This design comes from an exercise in tuning for small area, a short achievable clock period and few clock cycles per item on the open sky130 flow, not from production work. Function was checked by simulation only, so behaviour that the tests miss may differ from the original. Power and IR drop assume default switching activity.

**flow/design.v**
```verilog
module bridle_loop_engine (
    input  wire        clk,
    input  wire        rst,
    input  wire        req_valid,
    output wire        req_ready,
    input  wire [1:0]  req_op,       
    input  wire [3:0]  req_loop,     
    input  wire [4:0]  req_clr,      
    input  wire [47:0] req_pref,     
    input  wire [31:0] req_pos,      
    input  wire [31:0] req_vref,     
    input  wire [31:0] req_aref,     
    input  wire [31:0] req_vb,       
    input  wire        req_ilim,     
    input  wire [31:0] req_kp,
    input  wire [31:0] req_ki,
    input  wire [31:0] req_kd,
    input  wire [31:0] req_dfilt,
    input  wire [31:0] req_kv,
    input  wire [31:0] req_ka,
    input  wire [31:0] req_ks,
    input  wire [31:0] req_umax,
    output reg         resp_valid,
    output reg  [3:0]  resp_loop,
    output reg  [31:0] resp_u,
    output reg  [31:0] resp_duty,
    output reg  [4:0]  resp_flags,
    output reg         resp_sat
);
    localparam OP_SAMPLE = 2'd0;
    localparam OP_INIT   = 2'd1;
    localparam OP_CLRF   = 2'd2;
    localparam F_P   = 0;
    localparam F_I   = 1;
    localparam F_D   = 2;
    localparam F_FF  = 3;
    localparam F_OUT = 4;
    localparam NLOOP = 10;
    localparam [31:0] QMAX = 32'h7FFF_FFFF;
    localparam [31:0] QMIN = 32'h8000_0000;
    localparam [31:0] ONE  = 32'h0001_0000;
    function [32:0] sat_add;
        input [31:0] a;
        input [31:0] b;
        reg signed [32:0] s;
        begin
            s = $signed({a[31], a}) + $signed({b[31], b});
            if (s > $signed({1'b0, QMAX}))
                sat_add = {1'b1, QMAX};
            else if (s < $signed({1'b1, QMIN}))
                sat_add = {1'b1, QMIN};
            else
                sat_add = {1'b0, s[31:0]};
        end
    endfunction
    function [32:0] sat_sub;
        input [31:0] a;
        input [31:0] b;
        reg signed [32:0] s;
        begin
            s = $signed({a[31], a}) - $signed({b[31], b});
            if (s > $signed({1'b0, QMAX}))
                sat_sub = {1'b1, QMAX};
            else if (s < $signed({1'b1, QMIN}))
                sat_sub = {1'b1, QMIN};
            else
                sat_sub = {1'b0, s[31:0]};
        end
    endfunction
    function [32:0] sat64;
        input [63:0] x;
        begin
            if ($signed(x) > $signed({32'd0, QMAX}))
                sat64 = {1'b1, QMAX};
            else if ($signed(x) < $signed({32'hFFFF_FFFF, QMIN}))
                sat64 = {1'b1, QMIN};
            else
                sat64 = {1'b0, x[31:0]};
        end
    endfunction
    reg [31:0] i_acc  [0:NLOOP-1];
    reg [31:0] d_st   [0:NLOOP-1];
    reg [31:0] e_prev [0:NLOOP-1];
    reg [4:0]  flags  [0:NLOOP-1];
    reg [3:0]  r_loop;
    reg [47:0] r_pref;
    reg [31:0] r_pos, r_vref, r_aref, r_vb;
    reg        r_ilim;
    reg [31:0] r_kp, r_ki, r_kd, r_dfilt, r_kv, r_ka, r_ks, r_umax;
    reg [31:0] w_e, w_ed, w_p, w_t, w_d, w_m, w_ff, w_u, w_uraw;
    reg [4:0]  w_flags;
    reg        w_integ;
    reg [47:0] dv_num;
    reg [48:0] dv_rem;
    reg [47:0] dv_q;
    reg [5:0]  dv_cnt;
    reg        dv_neg;
    localparam S_IDLE = 4'd0;
    localparam S_E    = 4'd1;
    localparam S_P    = 4'd2;
    localparam S_KD   = 4'd3;
    localparam S_DF   = 4'd4;
    localparam S_KV   = 4'd5;
    localparam S_KA   = 4'd6;
    localparam S_U    = 4'd7;
    localparam S_KI   = 4'd8;
    localparam S_DIV  = 4'd9;
    localparam S_OUT  = 4'd10;
    reg [3:0] state;
    assign req_ready = (state == S_IDLE);
    wire accept = req_valid && req_ready;
    reg  [31:0] mul_a, mul_b;
    always @(*) begin
        case (state)
            S_P:     begin mul_a = r_kp;    mul_b = w_e;    end
            S_KD:    begin mul_a = r_kd;    mul_b = w_ed;   end
            S_DF:    begin mul_a = r_dfilt; mul_b = w_t;    end
            S_KV:    begin mul_a = r_kv;    mul_b = r_vref; end
            S_KA:    begin mul_a = r_ka;    mul_b = r_aref; end
            S_KI:    begin mul_a = r_ki;    mul_b = w_e;    end
            default: begin mul_a = 32'd0;   mul_b = 32'd0;  end
        endcase
    end
    wire signed [63:0] mul_prod = $signed(mul_a) * $signed(mul_b);
    wire signed [63:0] mul_rnd  = (mul_prod + 64'sd32768) >>> 16;
    wire [32:0]        mul_res  = sat64(mul_rnd);
    wire signed [48:0] e_full = $signed({r_pref[47], r_pref}) - $signed({r_pos[31], r_pos, 16'd0});
    wire        e_sat = (e_full > $signed({17'd0, QMAX})) || (e_full < $signed({17'h1FFFF, QMIN}));
    wire [31:0] e_val = (e_full > $signed({17'd0, QMAX})) ? QMAX :
                        (e_full < $signed({17'h1FFFF, QMIN})) ? QMIN : e_full[31:0];
    wire [31:0] cur_eprev = e_prev[r_loop];
    wire [31:0] cur_d     = d_st[r_loop];
    wire [31:0] cur_iacc  = i_acc[r_loop];
    wire [32:0] ed_res = sat_sub(e_val, cur_eprev);
    wire [32:0] t_res  = sat_sub(mul_res[31:0], cur_d);    
    wire [32:0] dn_res = sat_add(cur_d, mul_res[31:0]);    
    wire [31:0] ks_term = ($signed(r_vref) > 0) ? r_ks :
                          ($signed(r_vref) < 0) ? (~r_ks + 32'd1) : 32'd0;
    wire [32:0] ff1_res = sat_add(w_m, mul_res[31:0]);
    wire [32:0] ff2_res = sat_add(ff1_res[31:0], ks_term);
    wire [32:0] u1_res = sat_add(w_p, cur_iacc);
    wire [32:0] u2_res = sat_add(u1_res[31:0], w_d);
    wire [32:0] u3_res = sat_add(u2_res[31:0], w_ff);
    wire [31:0] u_raw  = u3_res[31:0];
    wire [31:0] neg_umax = ~r_umax + 32'd1;
    wire        u_hi   = $signed(u_raw) > $signed(r_umax);
    wire        u_lo   = $signed(u_raw) < $signed(neg_umax);
    wire [31:0] u_cl   = u_hi ? r_umax : (u_lo ? neg_umax : u_raw);
    wire [1:0]  sg_e   = ($signed(w_e) > 0) ? 2'b01 : ($signed(w_e) < 0) ? 2'b11 : 2'b00;
    wire [1:0]  sg_u   = ($signed(u_raw) > 0) ? 2'b01 : ($signed(u_raw) < 0) ? 2'b11 : 2'b00;
    wire        integ  = !r_ilim && !((u_hi || u_lo) && (sg_e == sg_u));
    wire [32:0] ia_res = sat_add(cur_iacc, mul_res[31:0]);
    wire [31:0] vbm    = ($signed(r_vb) < $signed(ONE)) ? ONE : r_vb;
    wire [31:0] u_abs  = w_u[31] ? (~w_u + 32'd1) : w_u;
    wire [48:0] dv_try = {dv_rem[47:0], dv_num[47]};
    wire        dv_ge  = dv_try >= {17'd0, vbm};
    wire [47:0] q_mag  = dv_q;
    wire        q_big  = (q_mag > 48'h0000_0001_0000);
    wire [31:0] duty_v = q_big ? (dv_neg ? (~ONE + 32'd1) : ONE)
                               : (dv_neg ? (~q_mag[31:0] + 32'd1) : q_mag[31:0]);
    integer k;
    always @(posedge clk) begin
        if (rst) begin
            state      <= S_IDLE;
            resp_valid <= 1'b0;
            resp_loop  <= 4'd0;
            resp_u     <= 32'd0;
            resp_duty  <= 32'd0;
            resp_flags <= 5'd0;
            resp_sat   <= 1'b0;
            for (k = 0; k < NLOOP; k = k + 1) begin
                i_acc[k]  <= 32'd0;
                d_st[k]   <= 32'd0;
                e_prev[k] <= 32'd0;
                flags[k]  <= 5'd0;
            end
        end else begin
            resp_valid <= 1'b0;
            case (state)
                S_IDLE: begin
                    if (accept) begin
                        r_loop  <= req_loop;
                        r_pref  <= req_pref;
                        r_pos   <= req_pos;
                        r_vref  <= req_vref;
                        r_aref  <= req_aref;
                        r_vb    <= req_vb;
                        r_ilim  <= req_ilim;
                        r_kp    <= req_kp;
                        r_ki    <= req_ki;
                        r_kd    <= req_kd;
                        r_dfilt <= req_dfilt;
                        r_kv    <= req_kv;
                        r_ka    <= req_ka;
                        r_ks    <= req_ks;
                        r_umax  <= req_umax;
                        case (req_op)
                            OP_SAMPLE: state <= S_E;
                            OP_INIT: begin
                                i_acc[req_loop]  <= 32'd0;
                                d_st[req_loop]   <= 32'd0;
                                e_prev[req_loop] <= 32'd0;
                                flags[req_loop]  <= 5'd0;
                            end
                            OP_CLRF: flags[req_loop] <= flags[req_loop] & ~req_clr;
                            default: ;
                        endcase
                    end
                end
                S_E: begin
                    w_e     <= e_val;
                    w_ed    <= ed_res[31:0];
                    w_flags <= flags[r_loop] | ({4'd0, e_sat} << F_P)
                                             | ({4'd0, ed_res[32]} << F_D);
                    state   <= S_P;
                end
                S_P: begin
                    w_p     <= mul_res[31:0];
                    w_flags <= w_flags | ({4'd0, mul_res[32]} << F_P);
                    state   <= S_KD;
                end
                S_KD: begin
                    w_t     <= t_res[31:0];
                    w_flags <= w_flags | ({4'd0, mul_res[32] | t_res[32]} << F_D);
                    state   <= S_DF;
                end
                S_DF: begin
                    w_d     <= dn_res[31:0];
                    w_flags <= w_flags | ({4'd0, mul_res[32] | dn_res[32]} << F_D);
                    state   <= S_KV;
                end
                S_KV: begin
                    w_m     <= mul_res[31:0];
                    w_flags <= w_flags | ({4'd0, mul_res[32]} << F_FF);
                    state   <= S_KA;
                end
                S_KA: begin
                    w_ff    <= ff2_res[31:0];
                    w_flags <= w_flags | ({4'd0, mul_res[32] | ff1_res[32] | ff2_res[32]} << F_FF);
                    state   <= S_U;
                end
                S_U: begin
                    w_uraw  <= u_raw;
                    w_u     <= u_cl;
                    w_integ <= integ;
                    w_flags <= w_flags | ({4'd0, u1_res[32] | u2_res[32] | u3_res[32] | u_hi | u_lo} << F_OUT);
                    d_st[r_loop]   <= w_d;
                    e_prev[r_loop] <= w_e;
                    state   <= S_KI;
                end
                S_KI: begin
                    if (w_integ) begin
                        i_acc[r_loop] <= ia_res[31:0];
                        w_flags <= w_flags | ({4'd0, mul_res[32] | ia_res[32]} << F_I);
                    end
                    dv_num <= {u_abs, 16'd0};
                    dv_rem <= 49'd0;
                    dv_q   <= 48'd0;
                    dv_neg <= w_u[31];
                    dv_cnt <= 6'd0;
                    state  <= S_DIV;
                end
                S_DIV: begin
                    if (dv_ge) begin
                        dv_rem <= dv_try - {17'd0, vbm};
                        dv_q   <= {dv_q[46:0], 1'b1};
                    end else begin
                        dv_rem <= dv_try;
                        dv_q   <= {dv_q[46:0], 1'b0};
                    end
                    dv_num <= {dv_num[46:0], 1'b0};
                    dv_cnt <= dv_cnt + 6'd1;
                    if (dv_cnt == 6'd47)
                        state <= S_OUT;
                end
                S_OUT: begin
                    resp_valid      <= 1'b1;
                    resp_loop       <= r_loop;
                    resp_u          <= w_u;
                    resp_duty       <= duty_v;
                    resp_flags      <= w_flags | ({4'd0, q_big} << F_OUT);
                    resp_sat        <= |((w_flags | ({4'd0, q_big} << F_OUT)) & ~flags[r_loop]);
                    flags[r_loop]   <= w_flags | ({4'd0, q_big} << F_OUT);
                    state           <= S_IDLE;
                end
                default: state <= S_IDLE;
            endcase
        end
    end
endmodule
```
**flow/run.sh**
```bash
#!/bin/bash
# synth_recipe.tcl (not shown) runs the flow's synth.tcl, then flattens the netlist and writes it again
# the make line also repeats each setting of config.mk as NAME=value (left out here)
make -C /OpenROAD-flow-scripts/flow DESIGN_CONFIG=/design/flow/config.mk WORK_HOME=/design/flow/orfs CLKGATE_MAP_FILE= SYNTH_SCRIPT=/design/flow/synth_recipe.tcl finish
```
**flow/config.mk**
```make
export PLATFORM = sky130hd
export DESIGN_NAME = bridle_loop_engine
export DESIGN_NICKNAME = bridle_loop_engine
export VERILOG_FILES = /design/flow/design.v
export SDC_FILE = /design/flow/constraint.sdc
export NUM_CORES = 4
export LEC_CHECK = 0
export CAP_MARGIN = 20
export CORE_MARGIN = 2
export CORE_UTILIZATION = 40
export PLACE_DENSITY = 0.6
export SLEW_MARGIN = 20
```
**flow/constraint.sdc**
```tcl
create_clock -name core_clock -period 20.0 [get_ports {clk}]
set_input_delay 4.0000 -clock core_clock [delete_from_list [all_inputs] [get_ports {clk}]]
set_output_delay 4.0000 -clock core_clock [all_outputs]
set_load 0.01 [all_outputs]
```
==> qor.yml <==
numCtsBuffers: 281
port-buffer-count: 522
synth.net_count: 15248
ioPinCount: 523
ys_warn_count: 1
crit_path_end_kind: "flip-flop"
power_density_mw_per_mm2: 122
reg2reg_depth: 65
die_area_mm2: 0.400
num_vias: 108243
critPathArrivalTime_ps: 19680
power_switching_share_pct: 40.0
skew_ps: 63.5
multi_input_area_mm2: 0.0757
antenna_left: 0
clock_sinks: 2533
clk-insertion-delay-late_ps: 930
fin_nets: 15752
start_util_pct: 40.2
clock_tree.htree_level_count: 5
cap_violations: 0
vias_per_cell: 5.67
first_iter_violations: 11089
hold_start: "resp_duty[7]"
outcome: "complete, no violations"
netlist_area_mm2: 0.158
slew_violations: 0
grt_max_degree: 104
timing.final.hold_violations: 0
slowest_delay_ps: 810
timing.hold.ws_ps: 448
hold_path_class: "reg2reg"
rsz0062_at_grt: "no"
p_total_mw: 22.0
post-route-period-util_pct: 95.0
whs_path_depth: 2
clkPwrFrac_pct: 24.0
track_usage_pct: 26.5
max_slew.worst_pin.slew_ps: 1260
max_freq_mhz: 52.6
r2r_end: "w_ff[8]"
dp_hpwl_um: 393000
die_h_um: 632
cts_buffer_depth: 4
crit-reg2reg-launch: "state[0]"
num_rows: 230
finalSetupViolCount: 0
pwr-share-seq_pct: 29.3
grt_pass1_vias: 108490
nFillCells: 35608
core_mm2: 0.393
synth_edf_count: 2450
crit_top_cell: "fa_1"
grt_pass1_wl_um: 770000
cts_root_buffer: "clkbuf_16"
r2r_slack_ps: 1010
path_clk_slew_ps: 60
antenna_found_initial: 28
p_int_mw: 13.2
fin_crit_ps: 18990
hold_end: "resp_duty[7]"
drc: 0
switchingPower_mw: 8.80
seq_area_frac_synth_pct: 47.6
synthCells: 13108
syn_avg_cell_area_um2: 12.1
firstDrtPassIters: 6
cp_max_fo: 60
critPathKind: "reg2reg"
p_comb_share_pct: 46.6
crit_slowest_cell: "a22oi_1"
synth.distinct_cells: 97
startpoint_type: "flip-flop"
seq_area_mm2: 0.0753
detail_route.wl_per_cell_um: 28.1
place.gp.congestion: 0.996
utilization_pct: 45.8
synth_ff_type: "edfxtp_1"
wirelength_um: 536000
ctsHoldBuffers: 0
drive_gt1_share_pct: 10.8
async_flop_share_pct: 0
area_delta_synth_final_pct: 13.9
yosys_register_bits: 2533
leakage_nw: 68.4
cts_tree: "built"
max-slew-margin-rel_pct: 15.6
irDropWorstVdd_v: 0.000368
overflow: 0
cp.required_ps: 20680
chipWidth_um: 632
## cell families after synthesis
group                    count (synthesis)  share of synthesized area, %
AND/OR/NAND/NOR                       3927                          10.8
flip-flops                            2533                          47.6
buffers and inverters                 2029                          4.84
AO/OA/AOI/OAI                         1838                          7.37
adder cells (fa/ha/maj)               1763                          19.0
multiplexers                           569                          7.81
XOR/XNOR                               449                          2.49
## metrics by stage
stage	setup TNS, ps	std cells	setup WS, ps	cell area (µm²)
3_5_place_dp	-96.2	18542	-68.6	170000
4_1_cts	0	19057	44.7	180000
3_3_place_gp	0	18539	50.7	170000
5_1_grt	0	19073	49.9	180000
2_1_floorplan	0	13108	943	158000
6_report	0	19079	1010	180000
## sequential cells by signal, indices dropped and copies added (netlist names), 48 cells and up, named ones only
register and cells:
e_prev 512, dv_rem 48, dv_q 48, d_st 512
r_pref 48, i_acc 512, flags 80
## worst max-delay path, delay by kind of cell (launching register included)
| kind | cells | cell delay [ps] |
|---|---|---|
| buffers and inverters | 9 | 1330 |
| and+or+nand+nor | 13 | 3030 |
| AOI/OAI and AO/OA | 30 | 8360 |
| DFF | 1 | 310 |
| adders and majority gates | 11 | 4930 |
| xor gates and xnor gates | 2 | 630 |
## synthesized netlist by cell type (63+ instances only)
master | instances | share of area [%]
maj3_1 | 70 | 0.44
nand2_1 | 1117 | 2.7
buf_1 | 67 | 0.16
xnor2_1 | 285 | 1.6
edfxtp_1 | 2450 | 47
o21a_1 | 105 | 0.50
nor3_1 | 112 | 0.35
and3_1 | 121 | 0.48
fa_1 | 1093 | 14
nand2b_1 | 127 | 0.50
nor2_1 | 1809 | 4.3
ha_1 | 600 | 4.8
or3_1 | 63 | 0.25
inv_1 | 1379 | 3.3
dfxtp_1 | 83 | 1.1
a22oi_1 | 137 | 0.65
a21oi_1 | 508 | 1.6
nand4_1 | 77 | 0.30
clkbuf_1 | 567 | 1.3
o21ai_0 | 435 | 1.4
mux4_2 | 530 | 7.6
a21o_1 | 232 | 1.1
nand3_1 | 184 | 0.58
xor2_1 | 164 | 0.91
## power groups by stage
stage	Combinational, mW	Sequential (mW)	Clock [mW]
floorplan	6.95	6.50	0
global placement	10.0	6.55	0
detailed placement	10.0	6.55	0
CTS	10.1	6.44	5.35
global route	11.2	6.45	5.53
finish	10.2	6.44	5.28
## cells in the final DEF, fill, tap and decap left out, types with 63 or more instances in the layout
master	Yosys	routed
xor2_1	164	164
edfxtp_1	2450	2450
maj3_1	70	70
nor2_1	1809	1783
nand3_1	184	175
dfxtp_1	83	76
nand2_1	1117	1106
nand4_1	77	77
nand2b_1	127	109
o21ai_0	435	431
buf_4	3	330
or3_1	63	63
o21a_1	105	105
a22oi_1	137	136
xnor2_1	285	280
inv_1	1379	1378
mux4_2	530	530
a21o_1	232	232
a21oi_1	508	505
ha_1	600	600
clkbuf_16	0	289
clkdlybuf4s50_1	0	520
nor3_1	112	105
fa_1	1093	1093
and3_1	121	117
## worst max path at each step
stage               slack [ps]      from  depth (start not counted)         to
floorplan                  940       rst                          3  dv_cnt[0]
global placement            50  state[2]                         60   w_ff[17]
detailed placement         -70  state[2]                         65   w_ff[13]
CTS                         40  state[2]                         65   w_ff[13]
global route                50  state[1]                         68    w_ff[3]
finish                    1010  state[0]                         65    w_ff[8]
## routing by layer
layer,part of all wire [%],GRT usage [%],up-vias
met5,0.042,0,-
met1,38,33.7,55051
met2,46,41.9,5106
met4,7.1,15.7,12
met3,9.2,5.83,1086
li1,-,-,46988
## area by class of cell
| class | count | area share, % |
|---|---|---|
| tap | 5220 | 3.63 |
| antenna | 15 | 0.0209 |
| clock buffer | 349 | 4.19 |
| sequential | 2533 | 41.8 |
| timing repair buffer | 869 | 4.46 |
| clock inverter | 166 | 0.940 |
| inverter | 1381 | 2.89 |
| multi-input combinational | 8546 | 42.1 |
## repair_timing
| item | in CTS | in global routing |
|---|---|---|
| pin swaps | 0 | 2 |
| endpoints found under the setup margin | 23 | 40 |
| setup buffers | 0 | 3 |
| hold endpoints to repair | 0 | 0 |
| gates resized for setup | 2 | 37 |
Testbench counts, summed over its fixed seeds: cycles 197,349, items 3,399.

-- afterwards: timing with drivers on the ports --
In the flow no input, the clock included, has a driving cell. The finished layout below was timed again as built, in two steps. Step 1: set_driving_cell puts a clkbuf_16 on clk and a buf_2 on each other input, an assumption about the parent block. Step 2, shift: input delay + t, output delay - t, t = (earliest + latest rising clock arrival at the registers) / 2. This alone moves slack from input paths to output paths. a / b / c = ideal ports / drivers / drivers and shift; a / b = the first two.
shift t [ns]: 1.008
setup slack, ns: 1.006 / 1.006 / 1.006
worst hold slack (ns): 0.448 / 0.448 / 0.448
After both steps this run still meets setup and hold. The setup slack of this run moves by 0.000 ns with the drivers and by 0.000 ns with both steps.
